From an optimization exercise on the open Yosys and OpenROAD flow, aimed at small area, a short achievable clock period and few clock cycles per item; shortcuts taken in it are not production practice.
In this exercise RTL edits were held to simulation tests only and were not proved equivalent to the original.

## flow/design.v

```verilog
module ftn_addr_hash (
    input  wire         clk,
    input  wire         rst,         
    input  wire [127:0] key,         
    input  wire         in_valid,
    output wire         in_ready,
    input  wire [127:0] addr,        
    input  wire         is_v6,
    input  wire         v6_pfx,
    output wire         out_valid,
    input  wire         out_ready,
    output wire [63:0]  h,
    output wire [19:0]  index,       
    output wire [15:0]  tag          
);
    localparam [1:0] S_IDLE = 2'd0, S_RUN = 2'd1, S_DONE = 2'd2;
    function [63:0] bswap64(input [63:0] x);
        integer i;
        begin
            for (i = 0; i < 8; i = i + 1)
                bswap64[8*i +: 8] = x[63-8*i -: 8];
        end
    endfunction
    function [31:0] bswap32(input [31:0] x);
        bswap32 = {x[7:0], x[15:8], x[23:16], x[31:24]};
    endfunction
    function [63:0] rotl(input [63:0] x, input integer b);
        rotl = (x << b) | (x >> (64 - b));
    endfunction
    reg [1:0]   state;
    reg [3:0]   rcnt;        
    reg [3:0]   rlast;       
    reg [1:0]   nblk;        
    reg [127:0] a_q;
    reg         v6_q, pfx_q;
    reg [63:0]  v0, v1, v2, v3;
    function [63:0] mblk(input [1:0] j);
        begin
            if (!v6_q)
                mblk = {8'd4, 24'd0, bswap32(a_q[31:0])};
            else if (pfx_q)
                mblk = (j == 2'd0) ? bswap64(a_q[127:64]) : {8'd8, 56'd0};
            else if (j == 2'd0)
                mblk = bswap64(a_q[127:64]);
            else if (j == 2'd1)
                mblk = bswap64(a_q[63:0]);
            else
                mblk = {8'd16, 56'd0};
        end
    endfunction
    wire [1:0]  blk      = rcnt[2:1];
    wire        compress = (rcnt[3:1] < {1'b0, nblk});
    reg  [63:0] p0, p1, p2, p3;
    always @* begin
        p0 = v0; p1 = v1; p2 = v2; p3 = v3;
        if (compress && !rcnt[0]) begin
            if (blk != 2'd0) p0 = p0 ^ mblk(blk - 2'd1);
            p3 = p3 ^ mblk(blk);
        end else if (rcnt == {nblk, 1'b0}) begin
            p0 = p0 ^ mblk(nblk - 2'd1);
            p2 = p2 ^ 64'hff;
        end
    end
    reg [63:0] r0, r1, r2, r3;
    always @* begin
        r0 = p0; r1 = p1; r2 = p2; r3 = p3;
        r0 = r0 + r1; r1 = rotl(r1, 13); r1 = r1 ^ r0; r0 = rotl(r0, 32);
        r2 = r2 + r3; r3 = rotl(r3, 16); r3 = r3 ^ r2;
        r0 = r0 + r3; r3 = rotl(r3, 21); r3 = r3 ^ r0;
        r2 = r2 + r1; r1 = rotl(r1, 17); r1 = r1 ^ r2; r2 = rotl(r2, 32);
    end
    wire [63:0] k0 = bswap64(key[127:64]);
    wire [63:0] k1 = bswap64(key[63:0]);
    always @(posedge clk) begin
        if (rst) begin
            state <= S_IDLE;
        end else begin
            case (state)
                S_IDLE: if (in_valid) begin
                    a_q   <= addr;
                    v6_q  <= is_v6;
                    pfx_q <= v6_pfx;
                    nblk  <= !is_v6 ? 2'd1 : (v6_pfx ? 2'd2 : 2'd3);
                    rlast <= !is_v6 ? 4'd5 : (v6_pfx ? 4'd7 : 4'd9);
                    rcnt  <= 4'd0;
                    v0    <= k0 ^ 64'h736f6d6570736575;
                    v1    <= k1 ^ 64'h646f72616e646f6d;
                    v2    <= k0 ^ 64'h6c7967656e657261;
                    v3    <= k1 ^ 64'h7465646279746573;
                    state <= S_RUN;
                end
                S_RUN: begin
                    v0   <= r0;
                    v1   <= r1;
                    v2   <= r2;
                    v3   <= r3;
                    rcnt <= rcnt + 4'd1;
                    if (rcnt == rlast) state <= S_DONE;
                end
                S_DONE: if (out_ready) state <= S_IDLE;
                default: state <= S_IDLE;
            endcase
        end
    end
    assign in_ready  = (state == S_IDLE);
    assign out_valid = (state == S_DONE);
    assign h         = v0 ^ v1 ^ v2 ^ v3;
    assign index     = h[19:0];
    assign tag       = h[35:20];
endmodule
```

## flow/run.sh

```bash
#!/bin/bash
# synth_recipe.tcl (not shown) runs the flow's synth.tcl, then flattens the netlist and writes it again
# the make line also repeats each setting of config.mk as NAME=value (left out here)
make -C /OpenROAD-flow-scripts/flow DESIGN_CONFIG=/design/flow/config.mk WORK_HOME=/design/flow/orfs CLKGATE_MAP_FILE= SYNTH_SCRIPT=/design/flow/synth_recipe.tcl finish
```

## flow/config.mk

```make
export PLATFORM = sky130hd
export DESIGN_NAME = ftn_addr_hash
export DESIGN_NICKNAME = ftn_addr_hash
export VERILOG_FILES = /design/flow/design.v
export SDC_FILE = /design/flow/constraint.sdc
export NUM_CORES = 4
export LEC_CHECK = 0
export CAP_MARGIN = 20
export CORE_MARGIN = 2
export CORE_UTILIZATION = 40
export SLEW_MARGIN = 20
```

## flow/constraint.sdc

```tcl
create_clock -name core_clock -period 11.0 [get_ports {clk}]
set_input_delay 2.2000 -clock core_clock [delete_from_list [all_inputs] [get_ports {clk}]]
set_output_delay 2.2000 -clock core_clock [all_outputs]
set_load 0.01 [all_outputs]
```

==> results of run 1 <==
==> cells in the final DEF (no fill, tap or decap), types with 58 or more instances in the layout <==
cell	n
o22ai_1	65
o21ai_0	265
nor2_1	292
xnor2_1	432
o21bai_1	69
xor2_1	360
a21o_1	146
buf_4	98
a21oi_1	346
clkdlybuf4s50_1	363
nand2_1	391
edfxtp_1	395
inv_1	163
mux2i_1	89
nand4_1	72
ha_1	263
a22oi_1	58
nand3_1	59
==> path summary, 6_finish.rpt <==
kind	startpoint	to	slack (ns)	cells past startpoint
setup reg to reg	nblk[1]$_SDFFCE_PN0P_	v3[52]$_DFFE_PP_	0.95	29
setup / recovery	nblk[1]$_SDFFCE_PN0P_	v3[52]$_DFFE_PP_	0.95	29
hold / removal	rlast[2]$_SDFFCE_PN1P_	state[0]$_SDFFE_PP0P_	0.68	3
hold reg to reg	rlast[2]$_SDFFCE_PN1P_	state[0]$_SDFFE_PP0P_	0.68	3
==> per-stage QoR <==
stage                      util  hold slack [ns]
final                     0.474            0.677
after global routing      0.474            0.743
after CTS                 0.474            0.678
after detailed placement  0.457            0.648
after global placement    0.457            0.670
after floorplan               -            0.565
==> area by class of cell <==
cell class / instances / area (um2) / share of cell area
Multi-Input combinational cell: 3561 / 25600 / 0.559
Sequential cell: 397 / 11900 / 0.260
Clock inverter: 31 / 309 / 0.00674
Antenna cell: 7 / 17.5 / 0.000382
Tap cell: 1276 / 1600 / 0.0348
Clock buffer: 63 / 1320 / 0.0288
Timing Repair Buffer: 467 / 4490 / 0.0979
Inverter: 163 / 612 / 0.0133
==> worst reg2reg max path, delay by kind of cell, from the launching register on <==
kind            cells  cell delay, ns
simple gates        6            1.49
flops               1            0.39
xor+xnor            5            2.30
buf+inv             3            0.59
fa+ha+maj           3            1.10
compound gates     12            3.91
==> state kept, by name, indices dropped and copies added (netlist names) <==
name / cells
a_q: 128
v0: 64
v1: 64
v2: 64
v3: 64
rcnt: 4
rlast: 3
nblk: 2
state: 2
pfx_q: 1
v6_q: 1
==> cells by family after synthesis <==
family / after synthesis / synth area share
adders and majority gates: 267 / 0.0864
buffers and inverters: 407 / 0.0436
muxes: 89 / 0.0228
and+or+nand+nor: 1064 / 0.125
AOI/OAI and AO/OA: 1296 / 0.214
xor gates and xnor gates: 845 / 0.203
DFF: 397 / 0.305
==> metal layers <==
layer  GRT usage  vias to the layer above
met5           0                        -
met4       0.378                       12
met3       0.134                      566
met2       0.633                     2695
met1       0.605                    19000
li1            -                    16300
==> flow_summary.yaml, run 1 <==
route:
  wl_um: 239000
  top_layer: "met5"
  drtIter0Drc: 6177
  drt-pass1-iter-count: 6
  drc: 0
  wl_met1_um: 93100
  wl_met2_um: 93300
  ant_nets: 0
  vias_per_cell: 6.46
  wl_per_cell_um: 40.0
  vias: 38600
  wl_met3_um: 29000
final_layout:
  num-fill-cells: 9519
  nets: 5170
  fin_cells: 5965
  syn2layout_area_growth_pct: 17.6
  final_area_mm2: 0.0459
  drive_above_1_share: 0.0528
synthesis:
  synthTopCellsByCount: "443 x xnor2_1, 395 x edfxtp_1, 391 x nand2_1, 365 x xor2_1, 348 x a21oi_1"
  syn_nets: 4894
  synth_edf_count: 395
  syn_inst: 4365
  syn_area_per_cell_um2: 8.94
  synth_ff_type: "edfxtp_1"
  synth-seq-cells: 397
  yosysMostFrequentCell: "xnor2_1"
  ys_seq_area_frac: 0.305
  synth_area_leaders: "edfxtp_1 30%, xnor2_1 9.9%, ha_1 8.4%"
  synth_top_area_cell: "edfxtp_1"
  ys_types: 89
  synth_area_mm2: 0.0390
  ys_async_sr_fraction: 0
  synth_warnings: 1
  synth_top_area_frac: 0.304
floorplan:
  start_util: 0.403
  core-area_mm2: 0.0967
  rows: 114
  die_x_um: 316
  fp.dieArea_mm2: 0.100
  die_y_um: 316
  io_pins: 364
cts:
  insertion_delay_ns: 0.69
  clock_sinks: 397
  cts_tree: "built"
  hold_buffers: 0
  h-tree-depth: 2
  clock_path_buffers: 3
  numCtsBuffers: 51
  cts_resized: 0
  cts-root-buf: "clkbuf_16"
  clkTransAtPathRegs_ns: 0.06
  cts_setup_buffers: 0
timing:
  setup_ws_ns: 0.951
  period_needed_ns: 10.05
  finalSetupViolCount: 0
  tightest_slew_ns: 1.37
  slew_headroom: 0.0847
  rsz0062_at_grt: "no"
  drv_slew: 0
  clock_skew_ns: 0.0403
  timing.final.crit_share: 0.914
  final-hold-violation-count: 0
  tns_ns: 0
  fmax_mhz: 99.5
global_route:
  grt-ovfl-total: 0
  antenna_found_initial: 12
  grt_pass1_wl_um: 309000
  track_usage: 0.464
  grt_pass1_vias: 35500
  grt_max_degree: 140
placed_design:
  dp_cells: 5864
  placed_area_mm2: 0.0442
  place_congestion: 1.12
  io_buffers: 363
  place_worst_setup_slack_ns: 1.47
  dp_hpwl_um: 204000
setup_path:
  max_stage_delay_ns: 0.95
  worstPathMaxFanout: 31
  crit_path_frequent_cell: "o21ai_0"
  crit_path_start_kind: "register"
  cp.required_ns: 11.39
  crit_arrival_ns: 10.44
  path_buf_inv: 3
  cp_slowest_cell: "xnor2_1"
  path_class: "reg2reg"
  critPathTopFamily: "compound AO/OA/AOI/OAI gates"
  end_kind: "register"
job:
  maxCapViolCount: 0
worst_hold_path:
  min_path_type: "reg2reg"
outcome:
  run_status: "timing/DRC/antenna clean"
Testbench counts, summed over its fixed seeds: cycles 23,946, items 2,400.
==> run 2, diff against run 1 <==
==> flow/design.v (replaced) <==
module ftn_addr_hash (
    input  wire         clk,
    input  wire         rst,         
    input  wire [127:0] key,         
    input  wire         in_valid,
    output wire         in_ready,
    input  wire [127:0] addr,        
    input  wire         is_v6,
    input  wire         v6_pfx,
    output wire         out_valid,
    input  wire         out_ready,
    output wire [63:0]  h,
    output wire [19:0]  index,       
    output wire [15:0]  tag          
);
    function [63:0] bswap64(input [63:0] x);
        integer i;
        begin
            for (i = 0; i < 8; i = i + 1)
                bswap64[8*i +: 8] = x[63-8*i -: 8];
        end
    endfunction
    function [31:0] bswap32(input [31:0] x);
        bswap32 = {x[7:0], x[15:8], x[23:16], x[31:24]};
    endfunction
    function [63:0] rotl(input [63:0] x, input integer b);
        rotl = (x << b) | (x >> (64 - b));
    endfunction
    reg         run;         
    reg  [3:0]  cnt;         
    reg         t6, tp;      
    reg  [63:0] m0_q;        
    reg  [63:0] lo_q;        
    reg  [63:0] v0, v1, v2, v3;
    reg         ov;          
    reg  [63:0] h_q;
    wire last  = t6 ? (cnt == 4'd9) : tp ? (cnt == 4'd7) : (cnt == 4'd5);
    wire fin_ok = last && (!ov || out_ready);           
    wire replay = run && last && !fin_ok;               
    assign in_ready = !run || (last && !ov);
    wire acc = !rst && in_valid && in_ready;
    wire init = acc || replay;
    wire [63:0] m0_in = !is_v6 ? {8'd4, 24'd0, bswap32(addr[31:0])} : bswap64(addr[127:64]);
    wire [63:0] m0    = acc ? m0_in : m0_q;
    wire [63:0] k0 = bswap64(key[127:64]);
    wire [63:0] k1 = bswap64(key[63:0]);
    wire [63:0] a  = v0 + v1;
    wire [63:0] b  = rotl(v1, 13) ^ a;
    wire [63:0] c  = v2 + v3;
    wire [63:0] d  = rotl(v3, 16) ^ c;
    wire [63:0] a2 = rotl(a, 32) + d;
    wire [63:0] c2 = c + b;
    wire b1 = (cnt == 4'd1);
    wire b3 = (cnt == 4'd3);
    wire b5 = (cnt == 4'd5);
    wire [63:0] inj0 = (b1 ? m0_q : 64'd0)
                     | ((b3 && t6) ? lo_q : 64'd0)
                     | ((b3 && tp) ? {8'd8, 56'd0} : 64'd0)
                     | ((b5 && t6) ? {8'd16, 56'd0} : 64'd0);
    wire [63:0] inj3 = ((b1 && t6) ? lo_q : 64'd0)
                     | ((b1 && tp) ? {8'd8, 56'd0} : 64'd0)
                     | ((b3 && t6) ? {8'd16, 56'd0} : 64'd0);
    wire        fin  = (b1 && !t6 && !tp) || (b3 && tp) || (b5 && t6);
    wire [63:0] n0 = a2 ^ inj0;
    wire [63:0] n1 = rotl(b, 17) ^ c2;
    wire [63:0] n2 = rotl(c2, 32) ^ {56'd0, {8{fin}}};
    wire [63:0] n3 = (rotl(d, 21) ^ inj3) ^ a2;
    wire [63:0] hf = (rotl(b, 17) ^ rotl(d, 21)) ^ c2 ^ rotl(c2, 32);
    always @(posedge clk) begin
        if (acc) begin
            m0_q <= m0_in;
            lo_q <= bswap64(addr[63:0]);
            t6   <= is_v6 && !v6_pfx;
            tp   <= is_v6 && v6_pfx;
        end
        if (init) begin
            v0  <= k0 ^ 64'h736f6d6570736575;
            v1  <= k1 ^ 64'h646f72616e646f6d;
            v2  <= k0 ^ 64'h6c7967656e657261;
            v3  <= k1 ^ 64'h7465646279746573 ^ m0;
            cnt <= 4'd0;
        end else begin
            v0  <= n0;
            v1  <= n1;
            v2  <= n2;
            v3  <= n3;
            cnt <= cnt + 4'd1;
        end
        if (run && fin_ok)
            h_q <= hf;
        if (rst) begin
            run <= 1'b0;
            ov  <= 1'b0;
        end else begin
            if (init)
                run <= 1'b1;
            else if (last)
                run <= 1'b0;
            if (run && fin_ok)
                ov <= 1'b1;
            else if (out_ready)
                ov <= 1'b0;
        end
    end
    assign out_valid = ov;
    assign h         = h_q;
    assign index     = h_q[19:0];
    assign tag       = h_q[35:20];
endmodule
==> flow_summary.yaml, run 2 <==
route:
  vias: 35300
  wl_um: 222000
  drtIter0Drc: 4689
  vias_per_cell: 6.25
  drc: 0
  drt-pass1-iter-count: 6
  wl_per_cell_um: 39.2
  ant_nets: 0
global_route:
  track_usage: 0.476
  grt_pass1_wl_um: 288000
  antenna_found_initial: 23
  grt_pass1_vias: 32700
  grt_use_met3: 0.179
  grt-ovfl-total: 0
  grt.busiest_layer: "met2"
  use_met2: 0.651
  use_met1: 0.599
  grt_max_degree: 145
final_layout:
  final_util: 0.485
  num-fill-cells: 8579
  mostFrequentLayoutCells: "484 x xnor2_1, 470 x nand2_1, 362 x clkdlybuf4s50_1, 355 x a21oi_1, 326 x dfxtp_1"
  final_common_cell: "xnor2_1"
  syn2layout_area_growth_pct: 20.5
  regArea_mm2: 0.0104
  nets: 4954
  multi_input_area_mm2: 0.0241
  drive_above_1_share: 0.0632
timing:
  rsz0062_at_grt: "no"
  drv_slew: 0
  period_needed_ns: 9.58
  fmax_mhz: 104
  tns_ns: 0
  slew_headroom: 0.126
  tightest_slew_ns: 1.30
  finalSetupViolCount: 0
  final-hold-violation-count: 0
  clock_skew_ns: 0.0429
  timing.final.crit_share: 0.871
synthesis:
  syn_area_per_cell_um2: 8.68
  synth_area_leaders: "dfxtp_1 18%, xnor2_1 12%, edfxtp_1 11%"
  syn_nets: 4613
  yosysMostFrequentCell: "xnor2_1"
  ys_seq_area_frac: 0.294
  synth_warnings: 1
  synth_edf_count: 130
  synth_ff_type: "dfxtp_1"
  synth-seq-cells: 456
  synth_area_mm2: 0.0355
  synth_top_area_cell: "dfxtp_1"
  synth_top_area_frac: 0.184
  syn_inst: 4094
  ys_async_sr_fraction: 0
  synthTopCellsByCount: "495 x xnor2_1, 470 x nand2_1, 355 x a21oi_1, 338 x xor2_1, 326 x dfxtp_1"
  ys_types: 96
cts:
  clock_path_buffers: 3
  cts_setup_buffers: 0
  hold_buffers: 0
  cts_tree: "built"
  clock_sinks: 456
  insertion_delay_ns: 0.70
  h-tree-depth: 2
  numCtsBuffers: 56
  cts_resized: 0
  clkTransAtPathRegs_ns: 0.06
  cts-root-buf: "clkbuf_16"
job:
  maxCapViolCount: 0
placed_design:
  io_buffers: 363
  place_congestion: 1.17
  dp_hpwl_um: 188000
worst_hold_path:
  hold_depth: 1
  min_path_type: "reg2reg"
floorplan:
  rows: 109
  start_util: 0.403
  die_x_um: 302
  fp.dieArea_mm2: 0.0912
  core-area_mm2: 0.0882
  io_pins: 364
  die_y_um: 302
setup_path:
  critPathTopFamily: "compound AO/OA/AOI/OAI gates"
  cp_slowest_cell: "a21boi_0"
  end_kind: "register"
  path_class: "reg2reg"
  reg2regPathDepth: 31
  cp.required_ns: 11.56
  crit_arrival_ns: 10.14
  worstSetupPathDepth: 31
  max_stage_delay_ns: 0.98
  worstPathMaxFanout: 8
  crit_path_frequent_cell: "o21ai_0"
  path_buf_inv: 0
  crit_path_start_kind: "register"
outcome:
  run_status: "timing/DRC/antenna clean"
==> run 2: worst paths after layout <==
path                      from  slack (ns)                 to
max             v1[32]$_DFF_P_        1.42     v3[61]$_DFF_P_
min          cnt[0]$_SDFF_PP0_        0.47  cnt[0]$_SDFF_PP0_
max reg2reg     v1[32]$_DFF_P_        1.42     v3[61]$_DFF_P_
min reg2reg  cnt[0]$_SDFF_PP0_        0.47  cnt[0]$_SDFF_PP0_
==> run 2: through the flow <==
stage               std cells  hold slack (ns)  worst slack, ns  cell area (um2)
floorplan                4094            0.433             4.16            35500
global placement         5540            0.448             1.82            40800
detailed placement       5540            0.458             1.76            40800
CTS                      5644            0.474             1.70            42700
global route             5652            0.488             1.24            42800
finish                   5660            0.474             1.42            42800
==> run 2: layout make-up <==
class | instances | area share
Multi-Input combinational cell | 3353 | 0.563
Clock inverter | 35 | 0.00921
Clock buffer | 69 | 0.0351
Sequential cell | 456 | 0.244
Antenna cell | 14 | 0.000819
Inverter | 92 | 0.00813
Tap cell | 1165 | 0.0341
Timing Repair Buffer | 476 | 0.106
==> run 2: cell families (layout without fill, tap and decap cells) <==
logic type | count (synthesis) | in the layout | share of synthesized area
DFF | 456 | 456 | 0.294
adders and majority gates | 259 | 259 | 0.0919
and+or+nand+nor | 1026 | 1026 | 0.131
xor gates and xnor gates | 869 | 869 | 0.228
muxes | 63 | 63 | 0.0179
buffers and inverters | 285 | 672 | 0.0346
AOI/OAI and AO/OA | 1136 | 1136 | 0.203
other | 0 | 14 | 0
==> run 2: layer usage <==
| layer | routed length [um] | share of wire | up-vias |
|---|---|---|---|
| met5 | 60 | 0.00027 | - |
| met4 | 21200 | 0.095 | 10 |
| met3 | 30000 | 0.14 | 583 |
| met2 | 86100 | 0.39 | 2597 |
| met1 | 84500 | 0.38 | 17000 |
| li1 | - | - | 15100 |
Testbench counts of run 2, summed over its fixed seeds: cycles 19,162, items 2,400.
==> run 3, diff against run 2 <==
==> flow/design.v (replaced) <==
module ftn_addr_hash (
    input  wire         clk,
    input  wire         rst,         
    input  wire [127:0] key,         
    input  wire         in_valid,
    output wire         in_ready,
    input  wire [127:0] addr,        
    input  wire         is_v6,
    input  wire         v6_pfx,
    output wire         out_valid,
    input  wire         out_ready,
    output wire [63:0]  h,
    output wire [19:0]  index,       
    output wire [15:0]  tag          
);
    function [63:0] bswap64(input [63:0] x);
        integer i;
        begin
            for (i = 0; i < 8; i = i + 1)
                bswap64[8*i +: 8] = x[63-8*i -: 8];
        end
    endfunction
    function [31:0] bswap32(input [31:0] x);
        bswap32 = {x[7:0], x[15:8], x[23:16], x[31:24]};
    endfunction
    function [63:0] rotl(input [63:0] x, input integer b);
        rotl = (x << b) | (x >> (64 - b));
    endfunction
    reg         run;         
    reg  [4:0]  cnt;         
    reg         t6, tp;      
    reg  [63:0] m0_q;        
    reg  [63:0] lo_q;        
    reg  [63:0] x0, x1, y0, y1;
    reg         ov;          
    reg  [63:0] h_q;
    reg         last;        
    reg         rdy;         
    reg         init;        
    reg         f_m0, f_lo0, f_8_0, f_16_0, f_lo3, f_8_3, f_16_3, fin;   
    wire ph     = cnt[0];    
    wire done   = last && !ov;                          
    wire replay = last && ov;                           
    assign in_ready = rdy;
    wire acc = !rst && in_valid && rdy;
    wire       run_n  = !rst && (acc || replay || (run && !last));
    wire       ov_n   = !rst && (done || (ov && !out_ready));
    wire [4:0] cn     = cnt + 5'd1;
    wire       step   = !rst && !init;                  
    wire       last_n = step && (t6 ? (cn == 5'd19) : tp ? (cn == 5'd15) : (cn == 5'd11));
    wire [63:0] m0_in = !is_v6 ? {8'd4, 24'd0, bswap32(addr[31:0])} : bswap64(addr[127:64]);
    wire [63:0] m0    = in_ready ? m0_in : m0_q;
    wire [63:0] k0 = bswap64(key[127:64]);
    wire [63:0] k1 = bswap64(key[63:0]);
    wire [63:0] s  = x0 + y0;
    wire [63:0] t  = x1 + y1;
    wire [63:0] ry0 = ph ? rotl(y0, 17) : rotl(y0, 13);
    wire [63:0] ry1 = ph ? rotl(y1, 21) : rotl(y1, 16);
    wire [63:0] inj0 = (f_m0 ? m0_q : 64'd0) | (f_lo0 ? lo_q : 64'd0)
                     | {3'd0, f_16_0, f_8_0, 59'd0};
    wire [63:0] inj3 = (f_lo3 ? lo_q : 64'd0) | {3'd0, f_16_3, f_8_3, 59'd0};
    wire [63:0] nx0 = t ^ inj0;
    wire [63:0] nx1 = rotl(s, 32) ^ {56'd0, {8{fin}}};
    wire [63:0] ny0 = ry0 ^ s;
    wire [63:0] ny1 = (ry1 ^ inj3) ^ t;
    wire [63:0] hf  = ny0 ^ rotl(s, 32) ^ ry1;           
    always @(posedge clk) begin
        if (in_ready) begin
            m0_q <= m0_in;
            lo_q <= bswap64(addr[63:0]);
            t6   <= is_v6 && !v6_pfx;
            tp   <= is_v6 && v6_pfx;
        end
        if (init) begin
            x0  <= k0 ^ 64'h736f6d6570736575;
            y0  <= k1 ^ 64'h646f72616e646f6d;
            x1  <= k0 ^ 64'h6c7967656e657261;
            y1  <= k1 ^ 64'h7465646279746573 ^ m0;
            cnt <= 5'd0;
        end else begin
            x0  <= nx0;
            x1  <= nx1;
            y0  <= ny0;
            y1  <= ny1;
            cnt <= cnt + 5'd1;
        end
        if (done)
            h_q <= hf;
        run    <= run_n;
        ov     <= ov_n;
        last   <= last_n;
        rdy    <= !run_n || (last_n && !ov_n);
        init   <= !run_n || last_n;
        f_m0   <= step && cn == 5'd3;
        f_lo0  <= step && cn == 5'd7 && t6;
        f_8_0  <= step && cn == 5'd7 && tp;
        f_16_0 <= step && cn == 5'd11 && t6;
        f_lo3  <= step && cn == 5'd3 && t6;
        f_8_3  <= step && cn == 5'd3 && tp;
        f_16_3 <= step && cn == 5'd7 && t6;
        fin    <= step && (t6 ? cn == 5'd11 : tp ? cn == 5'd7 : cn == 5'd3);
    end
    assign out_valid = ov;
    assign h         = h_q;
    assign index     = h_q[19:0];
    assign tag       = h_q[35:20];
endmodule
==> flow_summary.yaml, run 3 <==
route:
  wl_per_cell_um: 31.7
  drc: 0
  vias_per_cell: 5.90
  ant_nets: 0
  drtIter0Drc: 3669
  wl_um: 147000
  drt-pass1-iter-count: 6
  vias: 27400
synthesis:
  synth_area_leaders: "dfxtp_1 22%, edfxtp_1 13%, xnor2_1 11%"
  synth_edf_count: 130
  syn_nets: 3764
  synth_ff_type: "dfxtp_1"
  ys_seq_area_frac: 0.351
  synth_top_area_frac: 0.222
  synth_area_mm2: 0.0303
  syn_inst: 3372
  synth_warnings: 1
  ys_types: 88
  syn_area_per_cell_um2: 9.00
  yosysMostFrequentCell: "xnor2_1"
  synth-seq-cells: 467
  ys_async_sr_fraction: 0
  synth_top_area_cell: "dfxtp_1"
  synthTopCellsByCount: "373 x xnor2_1, 344 x nand2_1, 337 x dfxtp_1, 270 x xor2_1, 266 x a21oi_1"
cts:
  clock_sinks: 467
  h-tree-depth: 2
  cts_setup_buffers: 0
  cts_resized: 0
  cts_tree: "built"
  insertion_delay_ns: 0.63
  cts-root-buf: "clkbuf_16"
  clock_path_buffers: 3
  clkTransAtPathRegs_ns: 0.07
  numCtsBuffers: 52
  hold_buffers: 0
outcome:
  run_status: "timing/DRC/antenna clean"
setup_path:
  path_class: "reg2reg"
  r2r-end: "h_q[20]$_DFFE_PP_"
  reg2regPathDepth: 13
  cp.required_ns: 11.36
  reg2reg_from: "y0[0]$_DFF_P_"
  crit_arrival_ns: 4.91
  regToRegSetupSlack_ns: 6.44
  worstPathMaxFanout: 6
  end_kind: "register"
  crit_path_start_kind: "register"
final_layout:
  final_common_cell: "xnor2_1"
  nets: 4006
  fin_cells: 4637
  drive_above_1_share: 0.0459
  final_area_mm2: 0.0363
  mostFrequentLayoutCells: "373 x xnor2_1, 362 x clkdlybuf4s50_1, 344 x nand2_1, 331 x dfxtp_1, 270 x xor2_1"
  syn2layout_area_growth_pct: 19.7
  final_util: 0.481
global_route:
  antenna_found_initial: 6
  grt-ovfl-total: 0
  grt_pass1_vias: 25400
  grt_max_degree: 129
  track_usage: 0.366
  grt_pass1_wl_um: 199000
floorplan:
  rows: 101
  start_util: 0.402
  core-area_mm2: 0.0756
  io_pins: 364
  die_y_um: 279
  fp.dieArea_mm2: 0.0781
  die_x_um: 279
timing:
  slew_headroom: 0.137
  period_needed_ns: 4.56
  finalSetupViolCount: 0
  drv_slew: 0
  fmax_mhz: 219
  tns_ns: 0
  tightest_slew_ns: 1.29
  timing.final.crit_share: 0.414
  clock_skew_ns: 0.0289
  setup_ws_ns: 6.44
  final-hold-violation-count: 0
  rsz0062_at_grt: "no"
job:
  maxCapViolCount: 0
worst_hold_path:
  hp-start: "m0_q[18]$_DFF_P_"
  min_path_type: "reg2reg"
  hold_end: "m0_q[18]$_DFF_P_"
  hold_depth: 2
placed_design:
  placed_area_mm2: 0.0346
  io_buffers: 363
  place_congestion: 1.09
  place_worst_setup_slack_ns: 6.56
  dp_cells: 4538
  dp_hpwl_um: 119000
[run 3: cell count changes after synthesis, sizes merged, moves of 17 or more]
cell    change
mux2i     +168
nand2     -126
ha        -125
xnor2     -122
a21oi      -90
xor2       -67
a21o       -58
nand3      -53
nor2       -30
o21a       -25
a21boi     -20
and2       -20
clkbuf     +18
nor2b      -17
[run 3: final cells by class]
class                      instances  area [um2]
clock inverter                    26         239
antenna                            2        5.00
clock buffer                      71        1520
fill                            7351       39200
timing repair buffer             398        3900
multi-input combinational       2605       18400
tap                              978        1220
sequential                       467       10700
inverter                          90         343
[run 3: metrics by stage]
step / hold slack [ns]
after global routing: 0.519
after CTS: 0.505
after global placement: 0.490
after floorplan: 0.475
after detailed placement: 0.493
final: 0.508
[run 3: layer usage]
layer | share of wire | global-route usage
met1 | 0.43 | 0.520
met2 | 0.39 | 0.510
met3 | 0.11 | 0.0805
met4 | 0.069 | 0.206
met5 | 0.00012 | 0
[run 3: worst max path at each step]
stage	to	from
CTS	h_q[20]$_DFFE_PP_	y0[0]$_DFF_P_
finish	h_q[20]$_DFFE_PP_	y0[0]$_DFF_P_
floorplan	in_ready	rdy$_DFF_P_
global route	h_q[52]$_DFFE_PP_	y0[0]$_DFF_P_
global placement	y1[58]$_DFF_P_	y1[0]$_DFF_P_
detailed placement	h_q[20]$_DFFE_PP_	y0[0]$_DFF_P_
[run 3: logic make-up after synthesis]
logic type | synth area share
multiplexers | 0.0775
buffers and inverters | 0.0419
XOR/XNOR | 0.197
AO/OA/AOI/OAI | 0.170
adder cells (fa/ha/maj) | 0.0541
flip-flops | 0.351
AND/OR/NAND/NOR | 0.108
[run 3: critical path: stages, from the launching register on]
cell,delay (ns)
dfxtp_1,0.43
ha_1,0.25
inv_1,0.07
fa_1,0.40
nor2b_1,0.18
o31a_1,0.23
o211ai_2,0.17
a2111oi_4,0.48
o21ai_2,0.22
o2111a_1,0.32
o31ai_1,0.30
xor2_1,0.78
xnor2_1,0.26
xnor2_1,0.19
Testbench counts of run 3, summed over its fixed seeds: cycles 38,308, items 2,400.

port drivers added, routing unchanged:
Ports are ideal in the flow. The routed layouts listed here were re-timed in OpenROAD. Step 1: set_driving_cell puts a clkbuf_16 on clk and a buf_2 on each other input, an assumption about the parent block. Step 2 also shifts input and output timing later by t, the mid clock arrival at the registers, as if the neighbouring blocks saw the same clock. Three values: ideal ports, drivers, drivers and shift; two values: the first two.
| run | t, ns | setup slack, ns | worst hold slack (ns) |
|---|---|---|---|
| run 1 | 0.743 | 0.951 / 0.951 / 0.951 | 0.677 / 0.677 / 0.677 |
| run 2 | 0.748 | 1.419 / 1.419 / 1.419 | 0.474 / 0.474 / 0.474 |
| run 3 | 0.679 | 6.442 / 6.442 / 6.442 | 0.508 / 0.508 / 0.508 |
After both steps every run listed still meets setup and hold.
